From an optimization exercise on the open Yosys and OpenROAD flow, aimed at small area, a short achievable clock period and few clock cycles; shortcuts taken in it are not production practice.
Only simulation tests tie the RTL to the original design; equivalence was not proved.

### flow/standard.sh
#!/bin/bash
# synth_recipe.tcl (not shown) runs the flow's synth.tcl, then flattens the netlist and writes it again
# the make line also repeats each setting of config.mk as NAME=value (left out here)
make -C /OpenROAD-flow-scripts/flow DESIGN_CONFIG=/design/flow/config.mk WORK_HOME=/design/flow/orfs CLKGATE_MAP_FILE= SYNTH_SCRIPT=/design/flow/synth_recipe.tcl "${@:-finish}"
### flow/flow/run.sh
#!/bin/bash
set -euo pipefail
REPAIR_MARGIN=5.65
W=$PWD
rm -rf "$W/scripts_abc"
cp -r "$FLOW_HOME/scripts" "$W/scripts_abc"
cp "$W/flow/abc_speed.script" "$W/scripts_abc/abc_speed.script"
python3 - "$W/scripts_abc/synth.tcl" <<'PY'
import sys
p = sys.argv[1]
s = open(p).read()
old = "  log_cmd abc {*}$abc_args\n"
assert s.count(old) == 1, "synth.tcl: abc call not found"
s = s.replace(old, """  # the GHASH step keeps ORFS's own mapping; the rest gets the XOR-friendly one
  set abc_args_std [lreplace $abc_args 1 1 $::env(FLOW_HOME)/scripts/abc_speed.script]
  log_cmd abc {*}$abc_args_std gcm_ghash_step
  log_cmd abc {*}$abc_args gcm_lane gcm_sbox
""")
open(p, "w").write(s)
PY
bash "$W/standard.sh" SCRIPTS_DIR="$W/scripts_abc" synth > "$W/run_synth.log" 2>&1
if [[ -n "$REPAIR_MARGIN" ]]; then
  bash "$W/standard.sh" SETUP_SLACK_MARGIN="$REPAIR_MARGIN" > "$W/run_layout.log" 2>&1
else
  bash "$W/standard.sh" > "$W/run_layout.log" 2>&1
fi
### flow/config.mk
export PLATFORM = sky130hd
export DESIGN_NAME = gcm_lane
export DESIGN_NICKNAME = gcm_lane
export VERILOG_FILES = /design/flow/design.v
export SDC_FILE = /design/flow/constraint.sdc
export NUM_CORES = 8
export LEC_CHECK = 0
export CAP_MARGIN = 30
export CORE_MARGIN = 2
export CORE_UTILIZATION = 30
export SETUP_SLACK_MARGIN = 5
export SLEW_MARGIN = 30
export SYNTH_HIERARCHICAL = 1
### flow/constraint.sdc
create_clock -name core_clock -period 10.0 [get_ports {clk}]
set_input_delay 2.0000 -clock core_clock [delete_from_list [all_inputs] [get_ports {clk}]]
set_output_delay 2.0000 -clock core_clock [all_outputs]
set_load 0.01 [all_outputs]
### flow/design.v
module gcm_sbox (
    input  wire [7:0] a,
    output wire [7:0] y
);
    wire U0, U1, U2, U3, U4, U5, U6, U7;
    assign {U0, U1, U2, U3, U4, U5, U6, U7} = a;
    wire T1, T2, T3, T4, T5, T6, T7, T8, T9, T10, T11, T12, T13, T14, T15, T16, T17, T18, T19, T20, T21, T22, T23, T24, T25, T26, T27, M1, M2, M3, M4, M5, M6, M7, M8, M9, M10, M11, M12, M13, M14, M15, M16, M17, M18, M19, M20, M21, M22, M23, M24, M25, M26, M27, M28, M29, M30, M31, M32, M33, M34, M35, M36, M37, M38, M39, M40, M41, M42, M43, M44, M45, M46, M47, M48, M49, M50, M51, M52, M53, M54, M55, M56, M57, M58, M59, M60, M61, M62, M63, L0, L1, L2, L3, L4, L5, L6, L7, L8, L9, L10, L11, L12, L13, L14, L15, L16, L17, L18, L19, L20, L21, L22, L23, L24, L25, L26, L27, L28, L29, S0, S1, S2, S3, S4, S5, S6, S7;
    assign T1 = U0 ^ U3;
    assign T2 = U0 ^ U5;
    assign T3 = U0 ^ U6;
    assign T4 = U3 ^ U5;
    assign T5 = U4 ^ U6;
    assign T6 = T1 ^ T5;
    assign T7 = U1 ^ U2;
    assign T8 = U7 ^ T6;
    assign T9 = U7 ^ T7;
    assign T10 = T6 ^ T7;
    assign T11 = U1 ^ U5;
    assign T12 = U2 ^ U5;
    assign T13 = T3 ^ T4;
    assign T14 = T6 ^ T11;
    assign T15 = T5 ^ T11;
    assign T16 = T5 ^ T12;
    assign T17 = T9 ^ T16;
    assign T18 = U3 ^ U7;
    assign T19 = T7 ^ T18;
    assign T20 = T1 ^ T19;
    assign T21 = U6 ^ U7;
    assign T22 = T7 ^ T21;
    assign T23 = T2 ^ T22;
    assign T24 = T2 ^ T10;
    assign T25 = T20 ^ T17;
    assign T26 = T3 ^ T16;
    assign T27 = T1 ^ T12;
    assign M1 = T13 & T6;
    assign M2 = T23 & T8;
    assign M3 = T14 ^ M1;
    assign M4 = T19 & U7;
    assign M5 = M4 ^ M1;
    assign M6 = T3 & T16;
    assign M7 = T22 & T9;
    assign M8 = T26 ^ M6;
    assign M9 = T20 & T17;
    assign M10 = M9 ^ M6;
    assign M11 = T1 & T15;
    assign M12 = T4 & T27;
    assign M13 = M12 ^ M11;
    assign M14 = T2 & T10;
    assign M15 = M14 ^ M11;
    assign M16 = M3 ^ M2;
    assign M17 = M5 ^ T24;
    assign M18 = M8 ^ M7;
    assign M19 = M10 ^ M15;
    assign M20 = M16 ^ M13;
    assign M21 = M17 ^ M15;
    assign M22 = M18 ^ M13;
    assign M23 = M19 ^ T25;
    assign M24 = M22 ^ M23;
    assign M25 = M22 & M20;
    assign M26 = M21 ^ M25;
    assign M27 = M20 ^ M21;
    assign M28 = M23 ^ M25;
    assign M29 = M28 & M27;
    assign M30 = M26 & M24;
    assign M31 = M20 & M23;
    assign M32 = M27 & M31;
    assign M33 = M27 ^ M25;
    assign M34 = M21 & M22;
    assign M35 = M24 & M34;
    assign M36 = M24 ^ M25;
    assign M37 = M21 ^ M29;
    assign M38 = M32 ^ M33;
    assign M39 = M23 ^ M30;
    assign M40 = M35 ^ M36;
    assign M41 = M38 ^ M40;
    assign M42 = M37 ^ M39;
    assign M43 = M37 ^ M38;
    assign M44 = M39 ^ M40;
    assign M45 = M42 ^ M41;
    assign M46 = M44 & T6;
    assign M47 = M40 & T8;
    assign M48 = M39 & U7;
    assign M49 = M43 & T16;
    assign M50 = M38 & T9;
    assign M51 = M37 & T17;
    assign M52 = M42 & T15;
    assign M53 = M45 & T27;
    assign M54 = M41 & T10;
    assign M55 = M44 & T13;
    assign M56 = M40 & T23;
    assign M57 = M39 & T19;
    assign M58 = M43 & T3;
    assign M59 = M38 & T22;
    assign M60 = M37 & T20;
    assign M61 = M42 & T1;
    assign M62 = M45 & T4;
    assign M63 = M41 & T2;
    assign L0 = M61 ^ M62;
    assign L1 = M50 ^ M56;
    assign L2 = M46 ^ M48;
    assign L3 = M47 ^ M55;
    assign L4 = M54 ^ M58;
    assign L5 = M49 ^ M61;
    assign L6 = M62 ^ L5;
    assign L7 = M46 ^ L3;
    assign L8 = M51 ^ M59;
    assign L9 = M52 ^ M53;
    assign L10 = M53 ^ L4;
    assign L11 = M60 ^ L2;
    assign L12 = M48 ^ M51;
    assign L13 = M50 ^ L0;
    assign L14 = M52 ^ M61;
    assign L15 = M55 ^ L1;
    assign L16 = M56 ^ L0;
    assign L17 = M57 ^ L1;
    assign L18 = M58 ^ L8;
    assign L19 = M63 ^ L4;
    assign L20 = L0 ^ L1;
    assign L21 = L1 ^ L7;
    assign L22 = L3 ^ L12;
    assign L23 = L18 ^ L2;
    assign L24 = L15 ^ L9;
    assign L25 = L6 ^ L10;
    assign L26 = L7 ^ L9;
    assign L27 = L8 ^ L10;
    assign L28 = L11 ^ L14;
    assign L29 = L11 ^ L17;
    assign S0 = L6 ^ L24;
    assign S1 = ~(L16 ^ L26);
    assign S2 = ~(L19 ^ L28);
    assign S3 = L6 ^ L21;
    assign S4 = L20 ^ L22;
    assign S5 = L25 ^ L29;
    assign S6 = ~(L13 ^ L27);
    assign S7 = ~(L6 ^ L23);
    assign y = {S0, S1, S2, S3, S4, S5, S6, S7};
endmodule
module gcm_lane (
    input  wire         clk,
    input  wire         rst,
    input  wire         start_valid,
    output wire         start_ready,
    input  wire [127:0] start_key,
    input  wire [95:0]  start_iv,
    input  wire         start_decrypt,
    input  wire         in_valid,
    output wire         in_ready,
    input  wire [127:0] in_data,
    input  wire [4:0]   in_bytes,
    input  wire         in_aad,
    input  wire         in_last,
    output reg          out_valid,
    output reg  [127:0] out_data,
    output reg          tag_valid,
    output reg  [127:0] tag
);
    localparam integer GD     = 26;                     
    localparam integer GSTEPS = (128 + GD - 1) / GD;    
    localparam integer XW     = GSTEPS * GD;            
    localparam integer PAD    = XW - 128;
    localparam JOB_P1 = 1'b0,     
               JOB_PN = 1'b1;     
    function [127:0] byte_mask;
        input [4:0] n;
        integer b;
        begin
            for (b = 0; b < 16; b = b + 1)
                byte_mask[127 - 8*b -: 8] = (b < n) ? 8'hff : 8'h00;
        end
    endfunction
    function [7:0] xtime;
        input [7:0] b;
        begin
            xtime = {b[6:0], 1'b0} ^ (b[7] ? 8'h1b : 8'h00);
        end
    endfunction
    function [31:0] mix_col;
        input [31:0] c;
        reg [7:0] a0, a1, a2, a3;
        begin
            a0 = c[31:24]; a1 = c[23:16]; a2 = c[15:8]; a3 = c[7:0];
            mix_col[31:24] = xtime(a0 ^ a1) ^ a1 ^ a2 ^ a3;
            mix_col[23:16] = xtime(a1 ^ a2) ^ a2 ^ a3 ^ a0;
            mix_col[15:8]  = xtime(a2 ^ a3) ^ a3 ^ a0 ^ a1;
            mix_col[7:0]   = xtime(a3 ^ a0) ^ a0 ^ a1 ^ a2;
        end
    endfunction
    function [127:0] shift_rows;
        input [127:0] s;
        integer r, c;
        begin
            for (c = 0; c < 4; c = c + 1)
                for (r = 0; r < 4; r = r + 1)
                    shift_rows[127 - 8*(4*c + r) -: 8] = s[127 - 8*(4*((c + r) % 4) + r) -: 8];
        end
    endfunction
    function [127:0] mix_columns;
        input [127:0] s;
        begin
            mix_columns = {mix_col(s[127:96]), mix_col(s[95:64]),
                           mix_col(s[63:32]),  mix_col(s[31:0])};
        end
    endfunction
    function [127:0] mul_alpha;
        input [127:0] v;
        begin
            mul_alpha = {1'b0, v[127:1]} ^ (v[0] ? {8'he1, 120'd0} : 128'd0);
        end
    endfunction
    function [7:0] rcon_of;
        input [3:0] r;
        begin
            case (r)
                4'd1:  rcon_of = 8'h01;
                4'd2:  rcon_of = 8'h02;
                4'd3:  rcon_of = 8'h04;
                4'd4:  rcon_of = 8'h08;
                4'd5:  rcon_of = 8'h10;
                4'd6:  rcon_of = 8'h20;
                4'd7:  rcon_of = 8'h40;
                4'd8:  rcon_of = 8'h80;
                4'd9:  rcon_of = 8'h1b;
                4'd10: rcon_of = 8'h36;
                default: rcon_of = 8'h00;
            endcase
        end
    endfunction
    reg [127:0] key_r;
    reg [95:0]  iv_r;
    reg         dec_r;
    reg [12:0]  cnt;           
    reg         msg_act;       
    reg [127:0] sa, sb;        
    reg [127:0] pa, pb;        
    reg [127:0] rk;            
    reg [31:0]  ksub;          
    reg [31:0]  kw3;           
    reg [4:0]   cyc;           
    reg         c_fin;         
    reg         c_zero;        
    reg [7:0]   rcon;          
    reg         a_run;
    reg         fresh;         
    reg         job;           
    reg         ypend;         
    reg [127:0] ks0, ks1, ks2, ks3;    
    reg [3:0]   kv;            
    reg [3:0]   cv;            
    reg [3:0]   cl;            
    reg [3:0]   kpo;           
    reg [3:0]   gpo;           
    reg         seen_text;     
    reg         hpend;         
    reg [127:0] h_r;
    reg         h_valid;       
    reg [127:0] y;             
    reg [XW-1:0] xs;           
    reg [2:0]   gcnt;
    reg         g0;            
    reg         gh_busy;
    reg         gh_lastbeat;   
    reg         gh_len;        
    reg [15:0]  aad_len;
    reg [15:0]  txt_len;
    wire [127:0] sub_a, sub_b;
    genvar gi;
    generate
        for (gi = 0; gi < 16; gi = gi + 1) begin : g_sub
            gcm_sbox u_sa (.a(sa[127 - 8*gi -: 8]), .y(sub_a[127 - 8*gi -: 8]));
            gcm_sbox u_sb (.a(sb[127 - 8*gi -: 8]), .y(sub_b[127 - 8*gi -: 8]));
        end
    endgenerate
    wire fin = c_fin;                                   
    wire [127:0] oa = (fin ? pa : mix_columns(pa)) ^ rk;
    wire [127:0] ob = (fin ? pb : mix_columns(pb)) ^ rk;
    wire [31:0]  ksw  = kw3;
    wire [31:0]  ksb_o;
    gcm_sbox u_ks0 (.a(ksw[23:16]), .y(ksb_o[31:24]));
    gcm_sbox u_ks1 (.a(ksw[15:8]),  .y(ksb_o[23:16]));
    gcm_sbox u_ks2 (.a(ksw[7:0]),   .y(ksb_o[15:8]));
    gcm_sbox u_ks3 (.a(ksw[31:24]), .y(ksb_o[7:0]));
    wire [127:0] kb  = c_zero ? key_r : rk;
    wire [31:0]  kt  = ksub ^ {rcon, 24'd0};
    wire [31:0]  r0  = kb[127:96];
    wire [31:0]  r01 = kb[127:96] ^ kb[95:64];
    wire [31:0]  r02 = r01 ^ kb[63:32];
    wire [31:0]  r03 = r02 ^ kb[31:0];
    wire [127:0] rk_next = {r0 ^ kt, r01 ^ kt, r02 ^ kt, r03 ^ kt};
    wire gh_step_last = (gcnt == GSTEPS - 1);
    wire         kv_cur = |(kv & kpo);
    wire [127:0] ks_cur = ({128{kpo[0]}} & ks0) | ({128{kpo[1]}} & ks1) |
                          ({128{kpo[2]}} & ks2) | ({128{kpo[3]}} & ks3);
    wire         cv_g   = |(cv & gpo);
    wire         cl_g   = |(cl & gpo);
    wire [127:0] ct_g   = ({128{gpo[0]}} & ks0) | ({128{gpo[1]}} & ks1) |
                          ({128{gpo[2]}} & ks2) | ({128{gpo[3]}} & ks3);
    wire gh_free = !gh_busy || (gh_step_last && !gh_len && !gh_lastbeat);
    assign start_ready = !msg_act;
    assign in_ready    = msg_act && h_valid && kv_cur && (seen_text || (gh_free && (cv == 4'd0)));
    wire start_take = start_valid && !msg_act;
    wire take       = in_valid && in_ready;
    wire take_aad   = take && in_aad;
    wire take_txt   = take && !in_aad;
    wire gh_ring    = gh_free && cv_g && !take_aad;    
    wire [127:0] mask      = byte_mask(in_bytes);
    wire [127:0] in_masked = in_data & mask;
    wire [127:0] text_out  = (in_data ^ ks_cur) & mask;
    wire [127:0] ct_in     = dec_r ? in_masked : text_out;    
    wire [127:0] ynext;
    wire [XW-1:0] xs_eff   = g0 ? (xs ^ {y, {PAD{1'b0}}}) : xs;
    gcm_ghash_step u_gstep (.h(h_r), .y(y & {128{!g0}}), .d(xs_eff[GD-1:0]), .ynext(ynext));
    wire [127:0] len_block = {45'd0, aad_len, 3'd0, 45'd0, txt_len, 3'd0};
    wire pass_ok = !kv[0] && !kv[1] && !cv[0] && !cv[1] && !hpend &&
                   !kv[2] && !kv[3] && !cv[2] && !cv[3];
    wire x_wr  = !fresh && pass_ok;                        
    wire h_move = hpend && !h_valid && !gh_busy;
    wire a_adv = a_run && !start_take;
    wire [4:0] cyc_n = (cyc == 5'd19) ? 5'd0 : cyc + 5'd1;
    wire jn    = fresh ? JOB_P1 : (pass_ok ? JOB_PN : job);
    wire [12:0]  cnt_x = (c_zero || fresh || pass_ok) ? cnt : cnt - 13'd4;
    wire [12:0]  cnt1  = cnt_x + 13'd1;
    wire [127:0] ld_a  = {iv_r, 19'd0, cnt_x} ^ key_r;
    wire [127:0] ld_b  = {iv_r, 19'd0, cnt1}  ^ key_r;
    always @(posedge clk) begin
        out_valid <= 1'b0;
        tag_valid <= 1'b0;
        out_data  <= text_out;
        ksub      <= ksb_o;
        if (gh_ring) begin
            cv  <= cv & ~gpo;
            gpo <= {gpo[2:0], gpo[3]};
        end
        if (take_txt) begin
            kv <= kv & ~kpo;
            cv <= (cv & ~(gh_ring ? gpo : 4'd0)) | kpo;
            if (kpo[0]) cl[0] <= in_last;
            if (kpo[1]) cl[1] <= in_last;
            if (kpo[2]) cl[2] <= in_last;
            if (kpo[3]) cl[3] <= in_last;
            if (kpo[0]) ks0 <= ct_in;
            if (kpo[1]) ks1 <= ct_in;
            if (kpo[2]) ks2 <= ct_in;
            if (kpo[3]) ks3 <= ct_in;
            kpo       <= {kpo[2:0], kpo[3]};
            seen_text <= 1'b1;
        end
        if (start_take) begin
            key_r <= start_key;
            iv_r  <= start_iv;
            dec_r <= start_decrypt;
            cnt   <= 13'd2;
            cyc   <= 5'd19;
            kw3   <= start_key[31:0];
            c_fin <= 1'b1;
            c_zero <= 1'b0;
            rcon  <= 8'h01;
            fresh <= 1'b1;
            ypend <= 1'b0;
            a_run <= 1'b1;
            kv    <= 4'd0;
            kpo   <= 4'b0100;
            seen_text <= 1'b0;
        end else if (a_adv) begin
            if (!cyc[0]) begin
                rk  <= rk_next;
                kw3 <= (cyc == 5'd18) ? key_r[31:0] : rk_next[31:0];
            end
            cyc    <= cyc_n;
            c_fin  <= (cyc_n == 5'd19) || (cyc_n == 5'd0);
            c_zero <= (cyc_n == 5'd0);
            if (c_fin && !c_zero)
                rcon <= 8'h01;
            else if (!cyc[0])
                rcon <= rcon_of(cyc_n[4:1] + 4'd2);
            if (c_fin && !c_zero) begin
                if (x_wr) begin
                    ks0 <= oa;
                    ks1 <= ob;
                    if (job == JOB_P1) begin
                        hpend <= 1'b1;
                    end else begin
                        kv[0] <= 1'b1;
                        kv[1] <= 1'b1;
                    end
                end
                ypend <= x_wr;
                job   <= jn;
                fresh <= 1'b0;
                if (!fresh && !pass_ok)
                    cnt <= cnt - 13'd2;
                else if (jn == JOB_PN)
                    cnt <= cnt + 13'd2;
            end else if (c_zero) begin
                if (ypend) begin
                    ks2   <= oa;
                    ks3   <= ob;
                    kv[2] <= 1'b1;
                    kv[3] <= 1'b1;
                end
                ypend <= 1'b0;
                cnt   <= cnt + 13'd2;
            end
        end
        pa <= shift_rows(sub_a);
        pb <= shift_rows(sub_b);
        if (c_fin && !c_zero) begin
            sa <= (jn == JOB_P1) ? key_r : ld_a;
            sb <= (jn == JOB_P1) ? ({iv_r, 32'd1} ^ key_r) : ld_b;
        end else if (c_zero) begin
            sa <= ld_a;
            sb <= ld_b;
        end else begin
            sa <= oa;
            sb <= ob;
        end
        if (h_move) begin
            h_r     <= ks0;
            tag     <= ks1;
            h_valid <= 1'b1;
            hpend   <= 1'b0;
            gpo     <= 4'b0100;
        end
        xs <= xs_eff >> GD;        
        if (gh_busy) begin
            y    <= ynext;
            g0   <= 1'b0;
            gcnt <= gcnt + 3'd1;
            if (gh_step_last) begin
                if (gh_lastbeat) begin
                    xs          <= {len_block, {PAD{1'b0}}};
                    g0          <= 1'b1;
                    gcnt        <= 3'd0;
                    gh_lastbeat <= 1'b0;
                    gh_len      <= 1'b1;
                end else if (gh_len) begin
                    tag       <= tag ^ ynext;
                    tag_valid <= 1'b1;
                    y         <= 128'd0;
                    gh_busy   <= 1'b0;
                    gh_len    <= 1'b0;
                    h_valid   <= 1'b0;
                    aad_len   <= 16'd0;
                    txt_len   <= 16'd0;
                end else begin
                    gh_busy <= 1'b0;
                end
            end
        end
        if (take_aad || gh_ring) begin
            xs          <= {(take_aad ? in_masked : ct_g), {PAD{1'b0}}};
            g0          <= 1'b1;
            gcnt        <= 3'd0;
            gh_busy     <= 1'b1;
            gh_lastbeat <= take_aad ? in_last : cl_g;
        end
        if (take_aad && in_bytes != 5'd16)
            seen_text <= 1'b1;       
        if (take) begin
            out_valid   <= !in_aad;
            if (in_aad) aad_len <= aad_len + {11'd0, in_bytes};
            else        txt_len <= txt_len + {11'd0, in_bytes};
            if (in_last) msg_act <= 1'b0;
        end
        if (start_take)
            msg_act <= 1'b1;
        if (rst) begin
            msg_act     <= 1'b0;
            a_run       <= 1'b0;
            kv          <= 4'd0;
            cv          <= 4'd0;
            hpend       <= 1'b0;
            h_valid     <= 1'b0;
            gh_busy     <= 1'b0;
            gh_len      <= 1'b0;
            gh_lastbeat <= 1'b0;
            y           <= 128'd0;
            aad_len     <= 16'd0;
            txt_len     <= 16'd0;
            out_valid   <= 1'b0;
            tag_valid   <= 1'b0;
        end
    end
endmodule
module gcm_ghash_step (
    input  wire [127:0]  h,
    input  wire [127:0]  y,
    input  wire [25:0]   d,
    output wire [127:0]  ynext
);
    localparam integer GD = 26;    
    function [127:0] mul_alpha;
        input [127:0] v;
        begin
            mul_alpha = {1'b0, v[127:1]} ^ (v[0] ? {8'he1, 120'd0} : 128'd0);
        end
    endfunction
    reg [127:0] hp [0:GD-1];
    reg [127:0] gsum;
    reg [127:0] yd;
    integer j;
    always @(*) begin
        hp[0] = h;
        for (j = 1; j < GD; j = j + 1)
            hp[j] = mul_alpha(hp[j-1]);
        gsum = 128'd0;
        for (j = 0; j < GD; j = j + 1)
            if (d[GD - 1 - j])
                gsum = gsum ^ hp[j];
        yd = y;
        for (j = 0; j < GD; j = j + 1)
            yd = mul_alpha(yd);
    end
    assign ynext = yd ^ gsum;
endmodule
### flow/flow/abc_speed.script
strash
&get -n
&fraig -x
&put
scorr
dc2
strash
dch -f
&get -n
&nf -p
&put
==> impl_metrics.env, run 1 <==
export IMPL_hold_viol=0
export IMPL_wl_met2_um=389000
export IMPL_area_growth_pct=17.4
export IMPL_synth_edff_count=518
export IMPL_synthCells=21700
export IMPL_max_freq_ghz=0.216
export IMPL_numPortBuffers=623
export IMPL_ys_warn_count=9
export IMPL_dieArea_um2=627000
export IMPL_routed_top_layer="met5"
export IMPL_num_rows=289
export IMPL_setup_worst_path_start="cv[0]$_SDFFE_PP0P_"
export IMPL_path_clk_slew_ns=0.06
export IMPL_grt_max_degree=169
export IMPL_final_cell_mix="nand2_1 (4,490), xnor2_1 (4,112), xor2_1 (2,171)"
export IMPL_clock_sinks=2179
export IMPL_core_area_um2=619000
export IMPL_cts_htree_levels=5
export IMPL_synth_main_ff_cell="dfxtp_1"
export IMPL_dp_cells=30000
export IMPL_ios=624
export IMPL_grt_pass1_wl_um=1240000
export IMPL_tightest_slew_ns=1.22
export IMPL_setup_ws_ns=5.38
export IMPL_gp_congestion=1.01
export IMPL_start_kind="flop"
export IMPL_rsz0062_at_grt="yes"
export IMPL_cts_tree="done"
export IMPL_netlist_area_um2=186000
export IMPL_cts_hold_buf=0
export IMPL_cts_max_path_buffers=4
export IMPL_routedWlPerCell_um=29.8
export IMPL_met3_wirelength_um=104000
export IMPL_worstSkewPairLatency_ns=1.05
export IMPL_multi_input_area_um2=138000
export IMPL_relSlewSlack=0.187
export IMPL_setup_violations_final=0
export IMPL_synth_cell_types=77
export IMPL_antenna_found_initial=178
export IMPL_fillers=63000
export IMPL_drv_slew=0
export IMPL_status="no timing/DRC/antenna violations"
export IMPL_chipWidth_um=792
export IMPL_worstPathArrival_ns=2.62
export IMPL_start_util=0.301
export IMPL_crit_fanout=2
export IMPL_fin_cells=30800
export IMPL_avgSynthCellArea_um2=8.57
export IMPL_min_path_type="reg -> reg"
export IMPL_crit_required_ns=8.00
export IMPL_drc=0
export IMPL_period_minus_slack_ns=4.62
export IMPL_fin_crit_sh=0.462
export IMPL_dr_pass1_iters=7
export IMPL_synthesis_nets=22200
export IMPL_grt_pass1_vias=154000
export IMPL_ys_ff_latch=2179
export IMPL_path_class="reg -> out"
export IMPL_wl_met1_um=336000
export IMPL_min_from="gcnt[0]$_SDFFE_PN0P_"
export IMPL_rr_startpoint="c_zero$_SDFFE_PP0P_"
export IMPL_synth_seq_area_share=0.262
export IMPL_drtAntennaViolNets=0
export IMPL_vias=169000
export IMPL_layout_commonest_cell="nand2_1"
export IMPL_die_y_um=792
export IMPL_synthArstFlopShare=0
export IMPL_grt_overflow_total=0
export IMPL_numCtsBuffers=272
export IMPL_endpoint_kind="output port"
export IMPL_drive_gt1_frac=0.0819
export IMPL_vias_per_cell=5.48
export IMPL_layout_area_seq_um2=49000
export IMPL_initialDrtViolationCount=23200
export IMPL_grt_usage=0.277
export IMPL_skew_ns=0.108
export IMPL_wl_um=918000
export IMPL_fin_tns_setup_ns=0
export IMPL_dp_slack_ns=4.17
export IMPL_clock_root_buffer="clkbuf_16"
export IMPL_maxCapViolations=0
export IMPL_layout_nets=22600
export IMPL_place_hpwl_um=660000
Yosys stat by module, one instance, submodules excluded:
module | cell area [µm²] | copies in the design | flops+latches | cells inside
gcm_ghash_step | 47400 | 1 | 0 | 7701
gcm_sbox | 1110 | 36 | 0 | 126
gcm_lane | 98800 | 1 | 2179 | 9471
metrics by stage:
step / instance area [µm²] / utilization / hold slack [ns]
5_1_grt: 218000 / 0.353 / 0.481
6_report: 219000 / 0.353 / 0.469
3_5_place_dp: 202000 / 0.327 / 0.462
3_3_place_gp: 202000 / 0.326 / 0.450
4_1_cts: 215000 / 0.348 / 0.462
2_1_floorplan: 186000 / - / 0.440
critical path, cell delays in order (launching register included):
cell	delay (ns)
dfxtp_2	0.32
or4_4	0.56
a211oi_4	0.22
o211ai_1	0.18
buf_6	0.20
clkinv_4	0.05
buf_6	0.09
state kept, by name, summed over array words and instances, names as in the netlist, 96 cells and up:
register  count
iv_r         96
sb          128
h_r         128
xs          130
rk          128
key_r       128
pa          128
ks2         128
ks1         128
sa          128
tag         128
out_data    128
y           128
pb          128
ks0         128
ks3         128
cell usage after synthesis (all sizes together), types with 242 or more instances:
| master | n | share of area |
|---|---|---|
| buf | 648 | 0.019 |
| nor2 | 1199 | 0.024 |
| o21ai | 902 | 0.024 |
| nor2b | 327 | 0.011 |
| a22oi | 312 | 0.013 |
| xnor3 | 391 | 0.047 |
| nand2 | 4496 | 0.091 |
| edfxtp | 518 | 0.084 |
| xnor2 | 4520 | 0.21 |
| a21oi | 762 | 0.020 |
| mux2 | 242 | 0.015 |
| mux2i | 895 | 0.048 |
| xor2 | 2283 | 0.11 |
| clkbuf | 406 | 0.0082 |
| dfxtp | 1661 | 0.18 |
layout make-up:
cell class	instances	share of cell area
Sequential cell	2179	0.224
Tap cell	8293	0.0475
Timing Repair inverter	1	0.0000401
Clock inverter	143	0.00740
Inverter	100	0.00218
Timing Repair Buffer	1177	0.0524
Clock buffer	357	0.0350
Antenna cell	149	0.00171
Multi-Input combinational cell	18400	0.630
per-layer routing:
layer  GRT usage  vias to the layer above
met5           0                        -
met4       0.207                       56
met3      0.0701                     2710
met2       0.419                    10800
met1       0.338                    81600
li1            -                    73300
what timing repair did:
action	in CTS	in global routing
cloned	8	5
pin swaps	40	88
resized for setup	491	402
setup endpoints to repair	910	627
buffers inserted	39	79
cell families after synthesis:
| group | Yosys count | synth area share |
|---|---|---|
| xor gates and xnor gates | 7322 | 0.384 |
| and+or+nand+nor | 6719 | 0.148 |
| muxes | 1137 | 0.0628 |
| AOI/OAI and AO/OA | 3098 | 0.107 |
| DFF | 2179 | 0.262 |
| adders and majority gates | 99 | 0.00674 |
| buffers and inverters | 1154 | 0.0296 |
final timing paths:
check / to / slack [ns] / depth (start not counted)
setup reg to reg: kw3[7]$_DFFE_PP_ / 5.61 / 8
hold / removal: gcnt[0]$_SDFFE_PN0P_ / 0.47 / 1
setup / recovery: in_ready / 5.38 / 6
hold reg to reg: gcnt[0]$_SDFFE_PN0P_ / 0.47 / 1
Testbench counts, summed over its fixed seeds: cycles 35,118.
==> run 2: changes to the inputs <==
--- a/flow/config.mk
+++ b/flow/config.mk
@@ -9,3 +9,3 @@
 export CORE_MARGIN = 2
-export CORE_UTILIZATION = 30
+export CORE_UTILIZATION = 25
 export SETUP_SLACK_MARGIN = 5
==> run 2 against run 1 <==
Still clean. Die area up 20%. Worst setup slack worse by 0.026 ns. Synthesized area unchanged. Largest cell class unchanged.
==> impl_metrics.env, run 2 <==
export IMPL_crit_required_ns=10.71
export IMPL_netlist_area_um2=186000
export IMPL_synthCells=21700
export IMPL_initialDrtViolationCount=23300
export IMPL_start_kind="flop"
export IMPL_wl_um=948000
export IMPL_grt_pass1_wl_um=1280000
export IMPL_drtAntennaViolNets=0
export IMPL_fillers=77700
export IMPL_dr_pass1_iters=9
export IMPL_path_clk_slew_ns=0.06
export IMPL_largest_reg_flops=130
export IMPL_area_growth_pct=18.3
export IMPL_die_y_um=867
export IMPL_status="no timing/DRC/antenna violations"
export IMPL_layout_commonest_cell="nand2_1"
export IMPL_grt_pass1_vias=154000
export IMPL_path_class="reg -> reg"
export IMPL_max_stage_delay_ns=0.78
export IMPL_worstPathArrival_ns=5.35
export IMPL_vias=168000
export IMPL_synth_edff_count=518
export IMPL_fin_crit_sh=0.464
export IMPL_clock_sinks=2179
export IMPL_drv_slew=0
export IMPL_dp_cells=31600
export IMPL_cpMaxStageDelayCell="xnor2_1"
export IMPL_core_area_um2=741000
export IMPL_gp_congestion=0.988
export IMPL_fin_cells=32300
export IMPL_crit_family="XOR/XNOR gates"
export IMPL_grt_max_degree=186
export IMPL_tightest_slew_ns=1.21
export IMPL_synth_main_ff_cell="dfxtp_1"
export IMPL_worstSkewPairLatency_ns=1.03
export IMPL_synth_seq_area_share=0.262
export IMPL_drive_gt1_frac=0.0802
export IMPL_cts_hold_buf=0
export IMPL_synthesis_nets=22200
export IMPL_ys_ff_latch=2179
export IMPL_cts_tree="done"
export IMPL_antenna_found_initial=189
export IMPL_grt_overflow_total=0
export IMPL_crit_top_cell="xnor2_1"
export IMPL_layout_nets=22600
export IMPL_yosysMostFrequentCell="xnor2_1"
export IMPL_clock_root_buffer="clkbuf_16"
export IMPL_num_rows=316
export IMPL_cts_htree_levels=5
export IMPL_crit_buf_inv=1
export IMPL_min_path_type="reg -> reg"
export IMPL_maxCapViolations=0
export IMPL_rsz0062_at_grt="yes"
export IMPL_drc=0
export IMPL_hold_viol=0
export IMPL_routedWlPerCell_um=29.3
export IMPL_ys_top_cells_by_area="xnor2_1 (21%), dfxtp_1 (18%), xor2_1 (11%)"
export IMPL_period_minus_slack_ns=4.64
export IMPL_numCtsBuffers=268
export IMPL_start_util=0.251
export IMPL_setup_violations_final=0
export IMPL_avgSynthCellArea_um2=8.57
export IMPL_relSlewSlack=0.193
export IMPL_synth_cell_types=77
export IMPL_worstPathCellList="buf_12, mux2i_1, xnor2_1, xnor2_2, xnor2_1, xnor2_1, mux2i_1, o21ai_0"
export IMPL_grt_usage=0.239
export IMPL_vias_per_cell=5.22
export IMPL_ys_top_cells_by_count="xnor2_1 (4,517), nand2_1 (4,496), xor2_1 (2,279), dfxtp_1 (1,661), nor2_1 (1,199)"
export IMPL_ios=624
export IMPL_regMostFlops="xs"
export IMPL_synthArstFlopShare=0
export IMPL_chipWidth_um=867
export IMPL_place_hpwl_um=688000
export IMPL_ys_warn_count=9
export IMPL_cts_max_path_buffers=4
export IMPL_numPortBuffers=623
export IMPL_skew_ns=0.0932
export IMPL_crit_fanout=78
export IMPL_yosysTopAreaCellShare=0.213
export IMPL_endpoint_kind="flop"
export IMPL_dieArea_um2=751000
export IMPL_synth_top_cell_by_area="xnor2_1"
export IMPL_max_freq_ghz=0.215
export IMPL_final_cell_mix="nand2_1 (4,488), xnor2_1 (4,103), xor2_1 (2,176)"
==> run 2: cell counts after synthesis <==
No cell type changed its count.
==> run 2: layout make-up <==
type                    count  area [µm²]  share of cell area
flip-flops and latches   2179       49000               0.222
inverters                 100         477             0.00217
clock buffers             359        7470              0.0339
repair buffers           1175       11400              0.0516
clock inverters           132        1440             0.00655
multi-input cells       18400      138000               0.626
diodes                    112         280             0.00127
well taps                9858       12300              0.0560
==> run 2: path summary, 6_finish.rpt <==
kind                       startpoint                   to  slack [ns]  cells after the start
setup / recovery  c_zero$_SDFFE_PP0P_    kw3[18]$_DFFE_PP_        5.36                      8
hold / removal    gh_len$_SDFFE_PP0P_  gh_len$_SDFFE_PP0P_        0.48                      2
setup reg to reg  c_zero$_SDFFE_PP0P_    kw3[18]$_DFFE_PP_        5.36                      8
hold reg to reg   gh_len$_SDFFE_PP0P_  gh_len$_SDFFE_PP0P_        0.48                      2
==> run 2: layer usage <==
layer  global-route usage  vias up  wire length, µm
met2                0.361    10900           399000
met1                0.291    81800           348000
met5                    0        -              510
li1                     -    73200                -
met3               0.0660     2599           110000
met4                0.172       80            90000
==> run 2: per-module statistics from Yosys (local to each module, per instance) <==
module | times used | cell area (µm²) | flip-flops and latches | cells inside
gcm_sbox | 36 | 1110 | 0 | 126
gcm_lane | 1 | 98800 | 2179 | 9471
gcm_ghash_step | 1 | 47400 | 0 | 7701
==> run 2: per-stage QoR <==
| stage | cell area [µm²] | setup slack, ns | utilization | TNS [ns] | hold WS (ns) |
|---|---|---|---|---|---|
| 6_report | 220000 | 5.36 | 0.297 | 0 | 0.478 |
| 3_5_place_dp | 204000 | 3.74 | 0.276 | 0 | 0.468 |
| 5_1_grt | 220000 | 5.38 | 0.297 | 0 | 0.497 |
| 4_1_cts | 217000 | 5.38 | 0.292 | 0 | 0.476 |
| 2_1_floorplan | 186000 | -15.85 | - | -4093.33 | 0.440 |
| 3_3_place_gp | 204000 | 3.74 | 0.275 | 0 | 0.458 |
==> run 2: logic make-up (layout without fill, tap and decap cells) <==
kind of cell / count (synthesis) / in the layout / synth area share
mux: 1137 / 1137 / 0.0628
other cells: 0 / 112 / 0
simple gates: 6719 / 6721 / 0.148
xor+xnor: 7322 / 7322 / 0.384
compound gates: 3098 / 3098 / 0.107
fa+ha+maj: 99 / 99 / 0.00674
flops: 2179 / 2179 / 0.262
buf+inv: 1154 / 1766 / 0.0296
==> run 2: worst reg2reg max path, stage by stage, from the launching register on <==
cell     delay, ns
dfxtp_4       0.70
buf_12        0.43
mux2i_1       0.47
xnor2_1       0.78
xnor2_2       0.46
xnor2_1       0.70
xnor2_1       0.22
mux2i_1       0.46
o21ai_0       0.14
==> run 2: repair_timing <==
| item | CTS | global route |
|---|---|---|
| endpoints found under the setup margin | 1116 | 575 |
| buffers inserted | 39 | 86 |
| resized for setup | 506 | 418 |
| gates cloned | 12 | 2 |
| pin swaps | 41 | 86 |
==> run 3: changes to the inputs <==
--- a/flow/flow/run.sh
+++ b/flow/flow/run.sh
@@ -2,3 +2,3 @@
 set -euo pipefail
-REPAIR_MARGIN=5.65
+REPAIR_MARGIN=5.8
 W=$PWD
--- a/flow/config.mk
+++ b/flow/config.mk
@@ -9,3 +9,3 @@
 export CORE_MARGIN = 2
-export CORE_UTILIZATION = 25
+export CORE_UTILIZATION = 35
 export SETUP_SLACK_MARGIN = 5
==> run 3 against run 2 <==
Clock skew is 0.012 ns higher. Critical path depth is 2 lower. Flip-flop and latch count stayed put. Register-to-register slack better by 0.29 ns. Core utilization is 12 points higher. Maximum frequency is 2.3% higher. Final cell count is 8.4% lower. Synthesized cell count stayed put. Clock-buffer cell count is 14 higher. Non-clock buffer count is 143 higher. Hold slack worse by 0.028 ns. Highest routed layer unchanged.
==> impl_metrics.env, run 3 <==
export IMPL_status="no timing/DRC/antenna violations"
export IMPL_fillers=52200
export IMPL_antenna_found_initial=140
export IMPL_layout_commonest_cell="nand2_1"
export IMPL_clock_root_buffer="clkbuf_16"
export IMPL_tightest_slew_ns=1.30
export IMPL_yosysMostFrequentCell="xnor2_1"
export IMPL_setup_ws_ns=5.46
export IMPL_grt_max_degree=193
export IMPL_ys_top_cells_by_count="xnor2_1 (4,517), nand2_1 (4,496), xor2_1 (2,279), dfxtp_1 (1,661), nor2_1 (1,199)"
export IMPL_regMostFlops="xs"
export IMPL_dieArea_um2=538000
export IMPL_cts_max_path_buffers=4
export IMPL_grt_overflow_total=0
export IMPL_dp_cells=28700
export IMPL_drive_gt1_frac=0.101
export IMPL_drc=0
export IMPL_fin_util=0.416
export IMPL_min_path_type="reg -> reg"
export IMPL_synth_seq_area_share=0.262
export IMPL_drv_slew=0
export IMPL_wl_um=913000
export IMPL_crit_fanout=3
export IMPL_dp_slack_ns=4.31
export IMPL_final_cell_mix="nand2_1 (4,488), xnor2_1 (4,033), xor2_1 (2,126)"
export IMPL_routedWlPerCell_um=30.9
export IMPL_numPortBuffers=623
export IMPL_endpoint_kind="output port"
export IMPL_dr_pass1_iters=10
export IMPL_synth_top_family_by_area="XOR/XNOR gates"
export IMPL_yosysTopAreaCellShare=0.213
export IMPL_chipWidth_um=733
export IMPL_cts_htree_levels=5
export IMPL_netlist_area_um2=186000
export IMPL_start_util=0.352
export IMPL_ys_ff_latch=2179
export IMPL_synthMuxAreaShare=0.0628
export IMPL_ios=624
export IMPL_grt_usage=0.318
export IMPL_relSlewSlack=0.136
export IMPL_grt_pass1_vias=154000
export IMPL_path_class="reg -> out"
export IMPL_synthAdderAreaFrac=0.00674
export IMPL_hold_viol=0
export IMPL_worstPathArrival_ns=2.54
export IMPL_crit_required_ns=8.00
export IMPL_max_freq_ghz=0.220
export IMPL_setup_violations_final=0
export IMPL_synth_cell_types=77
export IMPL_synth_xor_area_share=0.384
export IMPL_place_hpwl_um=645000
export IMPL_dpl_cell_area_um2=201000
export IMPL_synth_compound_area_frac=0.107
export IMPL_synth_edff_count=518
export IMPL_synth_main_ff_cell="dfxtp_1"
export IMPL_fin_cells=29600
export IMPL_vias=169000
export IMPL_worstSkewPairLatency_ns=1.01
export IMPL_vias_per_cell=5.71
export IMPL_core_area_um2=529000
export IMPL_grt_pass1_wl_um=1230000
export IMPL_synthesis_nets=22200
export IMPL_fin_tns_setup_ns=0
export IMPL_fin_crit_sh=0.454
export IMPL_skew_ns=0.105
export IMPL_ys_warn_count=9
export IMPL_initialDrtViolationCount=22500
export IMPL_rsz0062_at_grt="yes"
export IMPL_num_rows=267
export IMPL_numCtsBuffers=278
export IMPL_drtAntennaViolNets=0
export IMPL_finish_instance_area_um2=220000
export IMPL_gp_congestion=1.01
export IMPL_cts_tree="done"
export IMPL_path_clk_slew_ns=0.06
export IMPL_period_minus_slack_ns=4.54
export IMPL_die_y_um=733
export IMPL_largest_reg_flops=130
export IMPL_layout_nets=22700
export IMPL_maxCapViolations=0
export IMPL_synth_top_cell_by_area="xnor2_1"
export IMPL_synthArstFlopShare=0
export IMPL_synthCells=21700
export IMPL_synth_simple_area_share=0.148
export IMPL_clock_sinks=2179
export IMPL_start_kind="flop"
export IMPL_ys_top_cells_by_area="xnor2_1 (21%), dfxtp_1 (18%), xor2_1 (11%)"
export IMPL_area_growth_pct=18.2
export IMPL_avgSynthCellArea_um2=8.57
run 3: cell counts after synthesis:
No cell type changed its count.
run 3: repair_timing:
action                                  CTS  global route
endpoints found under the hold margin     0             0
hold buffers                              0             0
resized for setup                       632           629
buffers inserted                         70           201
cloned                                    7            17
setup endpoints to repair              1003           628
pin swaps                                66           195
run 3: final cells by class:
class                           instances  area (µm²)  share of cell area
Clock inverter                        138        1520             0.00689
Sequential cell                      2179       49000               0.223
Inverter                              100         515             0.00234
Timing Repair Buffer                 1318       12600              0.0575
Tap cell                             6994        8750              0.0398
Clock buffer                          373        8000              0.0363
Multi-Input combinational cell      18400      139000               0.633
Antenna cell                           96         240             0.00109
Timing Repair inverter                  2        17.5           0.0000796
run 3: kinds of logic (layout without fill, tap and decap cells):
kind of cell / after synthesis / count (layout)
and+or+nand+nor: 6719 / 6723
other: 0 / 96
xor gates and xnor gates: 7322 / 7322
adders and majority gates: 99 / 99
muxes: 1137 / 1137
buffers and inverters: 1154 / 1931
AOI/OAI and AO/OA: 3098 / 3098
DFF: 2179 / 2179
run 3: worst paths after layout:
| path | from | end | slack [ns] | cells past startpoint |
|---|---|---|---|---|
| hold / removal | xs[26]$_DFF_P_ | xs[0]$_SDFF_PN0_ | 0.45 | 2 |
| setup reg to reg | c_zero$_SDFFE_PP0P_ | kw3[25]$_DFFE_PP_ | 5.65 | 9 |
| hold reg to reg | xs[26]$_DFF_P_ | xs[0]$_SDFF_PN0_ | 0.45 | 2 |
| setup / recovery | cv[3]$_SDFFE_PP0P_ | in_ready | 5.46 | 6 |
run 3: critical path: stages, from the launching register on:
cell and delay, ns:
dfxtp_2 0.34, or4_4 0.54, a211oi_4 0.22, o211ai_1 0.13
buf_6 0.19, clkinv_4 0.05, buf_6 0.09
run 3: metrics by stage:
| stage | hold slack, ns |
|---|---|
| 2_1_floorplan | 0.440 |
| 3_3_place_gp | 0.459 |
| 3_5_place_dp | 0.458 |
| 4_1_cts | 0.451 |
| 5_1_grt | 0.493 |
| 6_report | 0.450 |
run 3: per-layer routing:
| layer | GRT usage | part of all wire |
|---|---|---|
| met4 | 0.233 | 0.097 |
| met1 | 0.394 | 0.37 |
| met2 | 0.461 | 0.41 |
| met3 | 0.101 | 0.13 |
| met5 | 0 | 0.00092 |
run 3: per-module statistics from Yosys, one instance, submodules excluded:
module          copies in the design  flip-flops and latches
gcm_lane                           1                    2179
gcm_sbox                          36                       0
gcm_ghash_step                     1                       0
==> run 4: changes to the inputs <==
--- a/flow/design.v
+++ b/flow/design.v
@@ -490,25 +490,26 @@
     localparam integer GD = 26;    
-    function [127:0] mul_alpha;
-        input [127:0] v;
-        begin
-            mul_alpha = {1'b0, v[127:1]} ^ (v[0] ? {8'he1, 120'd0} : 128'd0);
-        end
-    endfunction
-    reg [127:0] hp [0:GD-1];
-    reg [127:0] gsum;
-    reg [127:0] yd;
-    integer j;
+    reg [127+GD:0] p;    
+    reg [127+GD:0] q;    
+    reg [127:0] r;
+    integer i, j;
     always @(*) begin
-        hp[0] = h;
-        for (j = 1; j < GD; j = j + 1)
-            hp[j] = mul_alpha(hp[j-1]);
-        gsum = 128'd0;
-        for (j = 0; j < GD; j = j + 1)
-            if (d[GD - 1 - j])
-                gsum = gsum ^ hp[j];
-        yd = y;
+        p = 0;
         for (j = 0; j < GD; j = j + 1)
-            yd = mul_alpha(yd);
+            for (i = 0; i < 128; i = i + 1)
+                p[i+j] = p[i+j] ^ (d[GD-1-j] & h[127-i]);
+        q = 0;
+        for (i = 0; i < 128; i = i + 1)
+            q[i+GD] = y[127-i];
+        p = p ^ q;
+        for (i = 127+GD; i >= 128; i = i - 1) begin
+            p[i-128] = p[i-128] ^ p[i];
+            p[i-127] = p[i-127] ^ p[i];
+            p[i-126] = p[i-126] ^ p[i];
+            p[i-121] = p[i-121] ^ p[i];
+            p[i]     = 1'b0;
+        end
+        for (i = 0; i < 128; i = i + 1)
+            r[127-i] = p[i];
     end
-    assign ynext = yd ^ gsum;
+    assign ynext = r;
 endmodule
--- a/flow/flow/run.sh
+++ b/flow/flow/run.sh
@@ -2,3 +2,3 @@
 set -euo pipefail
-REPAIR_MARGIN=5.8
+REPAIR_MARGIN=5.65
 W=$PWD
--- a/flow/config.mk
+++ b/flow/config.mk
@@ -9,3 +9,3 @@
 export CORE_MARGIN = 2
-export CORE_UTILIZATION = 35
+export CORE_UTILIZATION = 40
 export SETUP_SLACK_MARGIN = 5
==> run 4 against run 3 <==
Still clean on timing, DRC and antenna. Hold slack improved by 0.026 ns. Synthesized cell count is 1.2% lower. Non-clock buffer count down 138. Critical path depth did not move. Critical endpoint unchanged.
==> impl_metrics.env, run 4 <==
export IMPL_ff2ff_setup_slack_ns=5.46
export IMPL_drc=0
export IMPL_dieArea_um2=466000
export IMPL_dp_cells=27600
export IMPL_clock_sinks=2179
export IMPL_gp_congestion=1.02
export IMPL_min_path_type="reg -> reg"
export IMPL_drive_gt1_frac=0.0783
export IMPL_vias_per_cell=5.86
export IMPL_worstPathArrival_ns=2.65
export IMPL_setup_violations_final=0
export IMPL_endpoint_kind="output port"
export IMPL_synthCells=21400
export IMPL_grt_pass1_wl_um=1190000
export IMPL_drv_slew=0
export IMPL_ys_top_cells_by_count="nand2_1 (4,550), xnor2_1 (4,477), xor2_1 (2,290), dfxtp_1 (1,661), nor2_1 (1,183)"
export IMPL_numCtsBuffers=270
export IMPL_finish_instance_area_um2=213000
export IMPL_routedWlPerCell_um=30.9
export IMPL_crit_fanout=4
export IMPL_tightest_slew_ns=1.21
export IMPL_yosysTopAreaCellShare=0.213
export IMPL_grt_max_degree=186
export IMPL_ios=624
export IMPL_chipWidth_um=683
export IMPL_regMostFlops="xs"
export IMPL_skew_ns=0.0907
export IMPL_fin_tns_setup_ns=0
export IMPL_maxCapViolations=0
export IMPL_path_clk_slew_ns=0.06
export IMPL_synth_edff_count=518
export IMPL_area_growth_pct=15.9
export IMPL_synthesis_nets=21900
export IMPL_wl_um=875000
export IMPL_synth_cell_types=70
export IMPL_rr_endpoint="kw3[29]$_DFFE_PP_"
export IMPL_worstSkewPairLatency_ns=1.01
export IMPL_grt_usage=0.356
export IMPL_die_y_um=683
export IMPL_numPortBuffers=623
export IMPL_core_area_um2=459000
export IMPL_yosysMostFrequentCell="nand2_1"
export IMPL_period_minus_slack_ns=4.65
export IMPL_rr_startpoint="c_zero$_SDFFE_PP0P_"
export IMPL_dp_slack_ns=3.92
export IMPL_drtAntennaViolNets=0
export IMPL_clock_root_buffer="clkbuf_16"
export IMPL_layout_nets=22300
export IMPL_endpoint="in_ready"
export IMPL_setup_ws_ns=5.35
export IMPL_ys_top_cells_by_area="xnor2_1 (21%), dfxtp_1 (18%), xor2_1 (11%)"
export IMPL_cts_max_path_buffers=4
export IMPL_status="no timing/DRC/antenna violations"
export IMPL_setup_worst_path_start="cv[2]$_SDFFE_PP0P_"
export IMPL_cts_tree="done"
export IMPL_largest_reg_flops=130
export IMPL_grt_pass1_vias=151000
export IMPL_dr_pass1_iters=6
export IMPL_num_rows=249
export IMPL_fin_cells=28300
export IMPL_start_kind="flop"
export IMPL_crit_required_ns=8.00
export IMPL_initialDrtViolationCount=24300
export IMPL_cts_htree_levels=5
export IMPL_hold_slack_ns=0.477
export IMPL_grt_overflow_total=0
export IMPL_cts_hold_buf=0
export IMPL_rr_worst_depth=9
export IMPL_rsz0062_at_grt="yes"
export IMPL_hold_viol=0
export IMPL_netlist_area_um2=184000
export IMPL_start_util=0.401
export IMPL_path_class="reg -> out"
export IMPL_dpl_cell_area_um2=197000
export IMPL_avgSynthCellArea_um2=8.59
export IMPL_layout_commonest_cell="nand2_1"
export IMPL_place_hpwl_um=608000
export IMPL_fin_util=0.465
export IMPL_synth_seq_area_share=0.265
export IMPL_ys_warn_count=8
export IMPL_ys_ff_latch=2179
export IMPL_synth_main_ff_cell="dfxtp_1"
export IMPL_synthArstFlopShare=0
export IMPL_vias=166000
export IMPL_synth_top_cell_by_area="xnor2_1"
export IMPL_final_cell_mix="nand2_1 (4,543), xnor2_1 (4,104), xor2_1 (2,193)"
export IMPL_relSlewSlack=0.190
export IMPL_max_freq_ghz=0.215
export IMPL_antenna_found_initial=114
export IMPL_fin_crit_sh=0.465
[run 4: cell types whose count changed after synthesis, moves of 22 or more]
cell,change
buf_2,+90
nor3_1,-22
nand2_1,+54
a21oi_1,-75
clkbuf_1,-114
xnor2_1,-40
[run 4: how the worst min path moves through the flow]
stage                     depth (start not counted)  slack [ns]                    to                 start
after floorplan                                   2        0.44   gh_len$_SDFFE_PP0P_   gh_len$_SDFFE_PP0P_
after global placement                            2        0.46      xs[0]$_SDFF_PN0_        xs[26]$_DFF_P_
after detailed placement                          2        0.47  rcon[6]$_SDFFE_PP0P_  rcon[6]$_SDFFE_PP0P_
after CTS                                         0        0.47     h_r[19]$_DFFE_PP_       ks0[19]$_DFF_P_
after global routing                              2        0.48  rcon[6]$_SDFFE_PP0P_  rcon[6]$_SDFFE_PP0P_
final                                             2        0.48  rcon[6]$_SDFFE_PP0P_  rcon[6]$_SDFFE_PP0P_
[run 4: timing repair]
action | 4_1_cts | 5_1_grt
cloned | 12 | 12
pin swaps | 35 | 102
setup buffers | 37 | 109
gates resized for setup | 417 | 463
endpoints found under the setup margin | 1158 | 521
[run 4: area by class of cell]
| cell class | instances | area (µm²) |
|---|---|---|
| Sequential cell | 2179 | 49000 |
| Clock buffer | 366 | 7750 |
| Timing Repair Buffer | 1180 | 11700 |
| Inverter | 88 | 435 |
| Clock inverter | 125 | 1460 |
| Tap cell | 6149 | 7690 |
| Timing Repair inverter | 1 | 16.3 |
| Multi-Input combinational cell | 18100 | 135000 |
| Fill cell | 44100 | 246000 |
| Antenna cell | 81 | 203 |
[run 4: cells by family after synthesis]
kind of cell	after synthesis	share of synthesized area
multiplexers	1133	0.0632
adder cells (fa/ha/maj)	99	0.00681
AND/OR/NAND/NOR	6661	0.147
AO/OA/AOI/OAI	2968	0.104
flip-flops	2179	0.265
buffers and inverters	1124	0.0301
XOR/XNOR	7277	0.385
[run 4: metal layers]
layer  share of wire  track usage  wire length (µm)
met5         0.00023            0               198
met2            0.41        0.521            357000
met1            0.37        0.448            322000
met3            0.12       0.0795            102000
met4            0.11        0.286             94000
[run 4: modules after synthesis (local to each module, per instance)]
module / cell area (µm²) / cells / copies in the design / flops+latches
gcm_lane: 98800 / 9471 / 1 / 2179
gcm_sbox: 1110 / 126 / 36 / 0
gcm_ghash_step: 45500 / 7434 / 1 / 0
[run 4: worst max-delay path, stage by stage (launching register included)]
cell and delay, ns:
dfxtp_2 0.33, or4_4 0.56, a211oi_4 0.21, o211ai_1 0.17, buf_4 0.24, inv_2 0.06, buf_6 0.09
Testbench counts of run 4, summed over its fixed seeds: cycles 35,118.
==> run 5: changes to the inputs <==
--- a/flow/flow/run.sh
+++ b/flow/flow/run.sh
@@ -2,3 +2,3 @@
 set -euo pipefail
-REPAIR_MARGIN=5.65
+REPAIR_MARGIN=5.5
 W=$PWD
==> run 5 against run 4 <==
Still clean on timing, DRC and antenna. Non-clock buffer count decreased by 92. Register-to-register slack got worse by 0.13 ns. Maximum frequency shrank 0.35%. Global-route usage decreased by 0.23 points. Design area fell by 1.1%. Critical path depth increased by 3.
==> impl_metrics.env, run 5 <==
export IMPL_status="no timing/DRC/antenna violations"
export IMPL_dr_pass1_iters=9
export IMPL_setup_ws_ns=5.33
export IMPL_cts_tree="done"
export IMPL_largest_reg_flops=130
export IMPL_crit_required_ns=10.63
export IMPL_routedWlPerCell_um=30.6
export IMPL_rsz0062_at_grt="yes"
export IMPL_path_class="reg -> reg"
export IMPL_max_stage_delay_ns=0.80
export IMPL_crit_buf_inv=2
export IMPL_ys_top_cells_by_area="xnor2_1 (21%), dfxtp_1 (18%), xor2_1 (11%)"
export IMPL_grt_max_degree=186
export IMPL_start_util=0.401
export IMPL_grt_usage=0.353
export IMPL_relSlewSlack=0.205
export IMPL_synthesis_nets=21900
export IMPL_ys_warn_count=8
export IMPL_chipWidth_um=683
export IMPL_netlist_area_um2=184000
export IMPL_grt_pass1_wl_um=1180000
export IMPL_die_y_um=683
export IMPL_num_rows=249
export IMPL_worstPathArrival_ns=5.30
export IMPL_avgSynthCellArea_um2=8.59
export IMPL_worstPathCellList="buf_12, mux2i_1, xnor2_1, xnor2_1, buf_4, xnor2_1, xnor2_1, mux2i_1, o21ai_0"
export IMPL_core_area_um2=459000
export IMPL_tightest_slew_ns=1.19
export IMPL_period_minus_slack_ns=4.67
export IMPL_cts_max_path_buffers=4
export IMPL_min_path_cells=2
export IMPL_hold_viol=0
export IMPL_drv_slew=0
export IMPL_drtAntennaViolNets=0
export IMPL_drive_gt1_frac=0.0662
export IMPL_grt_pass1_vias=150000
export IMPL_synthArstFlopShare=0
export IMPL_layout_nets=22200
export IMPL_dieArea_um2=466000
export IMPL_grt_overflow_total=0
export IMPL_yosysTopAreaCellShare=0.213
export IMPL_numPortBuffers=623
export IMPL_ios=624
export IMPL_place_hpwl_um=608000
export IMPL_worstSkewPairLatency_ns=1.01
export IMPL_initialDrtViolationCount=24700
export IMPL_cpMaxStageDelayCell="dfxtp_4"
export IMPL_vias_per_cell=5.84
export IMPL_final_cell_mix="nand2_1 (4,543), xnor2_1 (4,166), xor2_1 (2,213)"
export IMPL_skew_ns=0.0885
export IMPL_max_freq_ghz=0.214
export IMPL_area_growth_pct=14.6
export IMPL_crit_fanout=69
export IMPL_ys_ff_latch=2179
export IMPL_fillers=44300
export IMPL_regMostFlops="xs"
export IMPL_clock_sinks=2179
export IMPL_synthCells=21400
export IMPL_antenna_found_initial=118
export IMPL_clock_root_buffer="clkbuf_16"
export IMPL_gp_congestion=1.02
export IMPL_layout_commonest_cell="nand2_1"
export IMPL_drc=0
export IMPL_cts_htree_levels=5
export IMPL_fin_crit_sh=0.467
export IMPL_start_kind="flop"
export IMPL_endpoint_kind="flop"
export IMPL_wl_um=864000
export IMPL_crit_family="XOR/XNOR gates"
export IMPL_synth_main_ff_cell="dfxtp_1"
export IMPL_synth_edff_count=518
export IMPL_yosysMostFrequentCell="nand2_1"
export IMPL_synth_top_cell_by_area="xnor2_1"
export IMPL_crit_top_cell="xnor2_1"
export IMPL_synth_cell_types=70
export IMPL_synth_seq_area_share=0.265
export IMPL_path_depth=9
export IMPL_vias=165000
export IMPL_ys_top_cells_by_count="nand2_1 (4,550), xnor2_1 (4,477), xor2_1 (2,290), dfxtp_1 (1,661), nor2_1 (1,183)"
export IMPL_cts_hold_buf=0
export IMPL_setup_violations_final=0
export IMPL_min_path_type="reg -> reg"
export IMPL_dp_slack_ns=3.92
export IMPL_path_clk_slew_ns=0.06
export IMPL_rr_worst_depth=9
export IMPL_fin_tns_setup_ns=0
export IMPL_maxCapViolations=0
export IMPL_numCtsBuffers=270
[run 5: cell counts after synthesis]
No cell type changed its count.
[run 5: cells by family after synthesis]
kind of cell	count (synthesis)	synth area share
xor+xnor	7277	0.385
simple gates	6661	0.147
compound gates	2968	0.104
flops	2179	0.265
mux	1133	0.0632
buf+inv	1124	0.0301
fa+ha+maj	99	0.00681
[run 5: worst paths after layout]
path / startpoint / to / slack (ns)
worst max-delay path: c_zero$_SDFFE_PP0P_ / kw3[29]$_DFFE_PP_ / 5.33
worst min-delay path: rcon[6]$_SDFFE_PP0P_ / rcon[6]$_SDFFE_PP0P_ / 0.48
worst max register to register: c_zero$_SDFFE_PP0P_ / kw3[29]$_DFFE_PP_ / 5.33
worst min register to register: rcon[6]$_SDFFE_PP0P_ / rcon[6]$_SDFFE_PP0P_ / 0.48
[run 5: worst reg2reg max path: cells and delay by family (launching register included)]
| kind | cells | cell delay (ns) |
|---|---|---|
| muxes | 2 | 0.48 |
| DFF | 1 | 0.80 |
| xor gates and xnor gates | 4 | 1.75 |
| buffers and inverters | 2 | 0.80 |
| AOI/OAI and AO/OA | 1 | 0.55 |
[run 5: final cells by class]
type / instances / area [µm²] / share of cell area
Antenna cell: 91 / 228 / 0.00108
Timing Repair inverter: 1 / 16.3 / 0.0000770
Tap cell: 6149 / 7690 / 0.0364
Sequential cell: 2179 / 48900 / 0.232
Clock inverter: 125 / 1460 / 0.00690
Multi-Input combinational cell: 18100 / 134000 / 0.635
Inverter: 88 / 424 / 0.00201
Clock buffer: 366 / 7750 / 0.0367
Timing Repair Buffer: 1088 / 10700 / 0.0504
[run 5: modules after synthesis, one instance, submodules excluded]
module	flip-flops and latches	times used	cells
gcm_ghash_step	0	1	7434
gcm_lane	2179	1	9471
gcm_sbox	0	36	126
[run 5: what timing repair did]
action                                  in CTS  in global routing
buffers inserted                            21                 43
pin swaps                                   14                 35
endpoints found under the setup margin     969                328
gates cloned                                 6                  6
resized for setup                          289                297
[run 5: per-layer routing]
layer,part of all wire,vias up,GRT usage
li1,-,71900,-
met1,0.37,79000,0.447
met2,0.41,11100,0.520
met3,0.11,2720,0.0782
met4,0.10,36,0.276
met5,0.00034,-,0
[run 5: through the flow]
stage / hold WS, ns / area [µm²] / util / std cells
after floorplan: 0.440 / 184000 / - / 21400
after global placement: 0.461 / 197000 / 0.428 / 27600
after detailed placement: 0.465 / 197000 / 0.430 / 27600
after CTS: 0.467 / 209000 / 0.455 / 28100
after global routing: 0.478 / 211000 / 0.460 / 28200
final: 0.476 / 211000 / 0.460 / 28200
==> run 6: changes to the inputs <==
--- a/flow/flow/run.sh
+++ b/flow/flow/run.sh
@@ -2,3 +2,3 @@
 set -euo pipefail
-REPAIR_MARGIN=5.5
+REPAIR_MARGIN=5.65
 W=$PWD
--- a/flow/config.mk
+++ b/flow/config.mk
@@ -9,3 +9,3 @@
 export CORE_MARGIN = 2
-export CORE_UTILIZATION = 40
+export CORE_UTILIZATION = 35
 export SETUP_SLACK_MARGIN = 5
==> run 6 against run 5 <==
Still clean. Synthesized area is the same. Wire length grew 3.6%. Sequential share of layout area shrank 0.40 points. Via count grew 1.3%. Largest cell class unchanged. Highest routed layer unchanged.
==> impl_metrics.env, run 6 <==
export IMPL_layout_commonest_cell="nand2_1"
export IMPL_area_growth_pct=16.8
export IMPL_ys_warn_count=8
export IMPL_synth_cell_types=70
export IMPL_synthArstFlopShare=0
export IMPL_wl_um=895000
export IMPL_crit_required_ns=8.00
export IMPL_core_area_um2=525000
export IMPL_skew_ns=0.0749
export IMPL_synthesis_nets=21900
export IMPL_start_kind="flop"
export IMPL_ys_top_cells_by_count="nand2_1 (4,550), xnor2_1 (4,477), xor2_1 (2,290), dfxtp_1 (1,661), nor2_1 (1,183)"
export IMPL_num_rows=266
export IMPL_start_util=0.351
export IMPL_chipWidth_um=730
export IMPL_ios=624
export IMPL_cts_htree_levels=5
export IMPL_grt_usage=0.317
export IMPL_worstPathArrival_ns=2.82
export IMPL_min_path_type="reg -> reg"
export IMPL_routedWlPerCell_um=30.6
export IMPL_vias_per_cell=5.72
export IMPL_layout_nets=22300
export IMPL_period_minus_slack_ns=4.82
export IMPL_netlist_area_um2=184000
export IMPL_status="no timing/DRC/antenna violations"
export IMPL_synth_top_family_by_area="XOR/XNOR gates"
export IMPL_yosysMostFrequentCell="nand2_1"
export IMPL_max_freq_ghz=0.208
export IMPL_ys_ff_latch=2179
export IMPL_synth_main_ff_cell="dfxtp_1"
export IMPL_drv_slew=0
export IMPL_yosysTopAreaCellShare=0.213
export IMPL_synthAdderAreaFrac=0.00681
export IMPL_regMostFlops="xs"
export IMPL_rsz0062_at_grt="yes"
export IMPL_numCtsBuffers=276
export IMPL_clock_sinks=2179
export IMPL_hold_viol=0
export IMPL_path_class="reg -> out"
export IMPL_fillers=51900
export IMPL_setup_violations_final=0
export IMPL_avgSynthCellArea_um2=8.59
export IMPL_dpl_cell_area_um2=198000
-- run 6: cell count changes in the layout (fill, tap and decap cells not counted), sizes merged, moves of 2 or more --
cell           before   now
buf               457   535
bufbuf              4    15
clkbuf            373   401
clkdlybuf4s50     619   615
clkinv            156   144
clkinvlp           13    10
diode              91   145
dlymetal6s2s        1     4
inv                23    30
nor2             1183  1185
or3                 5     7
-- run 6: modules after synthesis (local to each module, per instance) --
module          flip-flops and latches  cell area (µm²)  times used  cells
gcm_ghash_step                       0            45500           1   7434
gcm_lane                          2179            98800           1   9471
gcm_sbox                             0             1110          36    126
-- run 6: worst paths after layout --
kind / start / end / slack (ns) / cells past startpoint
setup / recovery: cv[1]$_SDFFE_PP0P_ / in_ready / 5.18 / 6
hold reg to reg: gh_len$_SDFFE_PP0P_ / gh_len$_SDFFE_PP0P_ / 0.48 / 2
setup reg to reg: xs[0]$_SDFF_PN0_ / tag[102]$_DFF_P_ / 5.56 / 12
hold / removal: gh_len$_SDFFE_PP0P_ / gh_len$_SDFFE_PP0P_ / 0.48 / 2
-- run 6: metrics by stage --
step                setup WS (ns)  instances  setup TNS [ns]  utilization
finish                       5.18      29200               0        0.410
global route                 5.17      29200               0        0.410
CTS                          5.06      29000               0        0.403
global placement             4.03      28400               0        0.377
floorplan                  -15.85      21400        -4093.33            -
detailed placement           3.97      28400               0        0.378
-- run 6: routing by layer --
metal  track usage  wire (µm)  vias to the layer above
met5             0        399                        -
met4         0.260      94500                       52
met3        0.0920     112000                     3246
li1              -          -                    72300
met2         0.455     358000                    11700
met1         0.394     330000                    79800
-- run 6: cells by family after synthesis --
kind of cell	Yosys count
adders and majority gates	99
xor gates and xnor gates	7277
buffers and inverters	1124
AOI/OAI and AO/OA	2968
muxes	1133
DFF	2179
and+or+nand+nor	6661
-- run 6: area by class of cell --
type	count	area, µm²	share of cell area
multi-input cells	18100	135000	0.629
flip-flops and latches	2179	49000	0.228
repair buffers	1181	11900	0.0552
well taps	6968	8720	0.0405
clock buffers	390	8010	0.0372
clock inverters	116	1530	0.00713
inverters	88	420	0.00195
diodes	145	363	0.00169
repair inverters	1	16.3	0.0000756
-- run 6: timing repair --
item                                    CTS  global route
endpoints found under the setup margin  951           582
resized for setup                       404           441
pin swaps                                33            89
cloned                                   21            14
buffers inserted                         54            84
-- run 6: worst max-delay path, stage by stage, from the launching register on --
cell and delay [ns]:
dfxtp_2 0.33, or4_4 0.55, a211oi_4 0.26, o211ai_1 0.26
buf_4 0.27, inv_2 0.06, buf_6 0.09

-- re-timing with driven ports --
No port has a modelled driver above. Below, the same layouts with a new extraction and two added sets of constraints. Step 1, drivers: a clkbuf_16 drives clk and a buf_2 each remaining input, both assumed. Step 2, shift: input delay + t, output delay - t, t = (earliest + latest rising clock arrival at the registers) / 2. This alone moves slack from input paths to output paths. a / b / c = no drivers / after step 1 / after step 2; a / b = the first two.
| run | shift t [ns] | setup slack, ns | hold slack, ns | worst setup path after step 2 | clock arrival spread, ns |
|---|---|---|---|---|---|
| run 1 | 1.105 | 5.381 / 5.266 / 4.353 | 0.469 / 0.469 / 0.469 | input to register | 0.116 / 0.117 |
| run 2 | 1.102 | 5.355 / 5.288 / 4.374 | 0.478 / 0.478 / 0.478 | input to register | 0.099 / 0.098 |
| run 3 | 1.090 | 5.460 / 5.325 / 4.507 | 0.450 / 0.450 / 0.450 | input to register | 0.107 / 0.106 |
| run 4 | 1.091 | 5.351 / 5.229 / 4.475 | 0.477 / 0.477 / 0.477 | input to register | 0.102 / 0.103 |
| run 5 | 1.088 | 5.334 / 5.252 / 4.508 | 0.476 / 0.476 / 0.476 | input to register | 0.099 / 0.099 |
| run 6 | 1.087 | 5.184 / 5.052 / 4.595 | 0.478 / 0.478 / 0.478 | input to register | 0.087 / 0.087 |
After both steps every run listed still meets setup and hold. For run 1, which loses most, drivers alone change the setup slack by -0.115 ns; drivers and shift together by -1.028 ns.
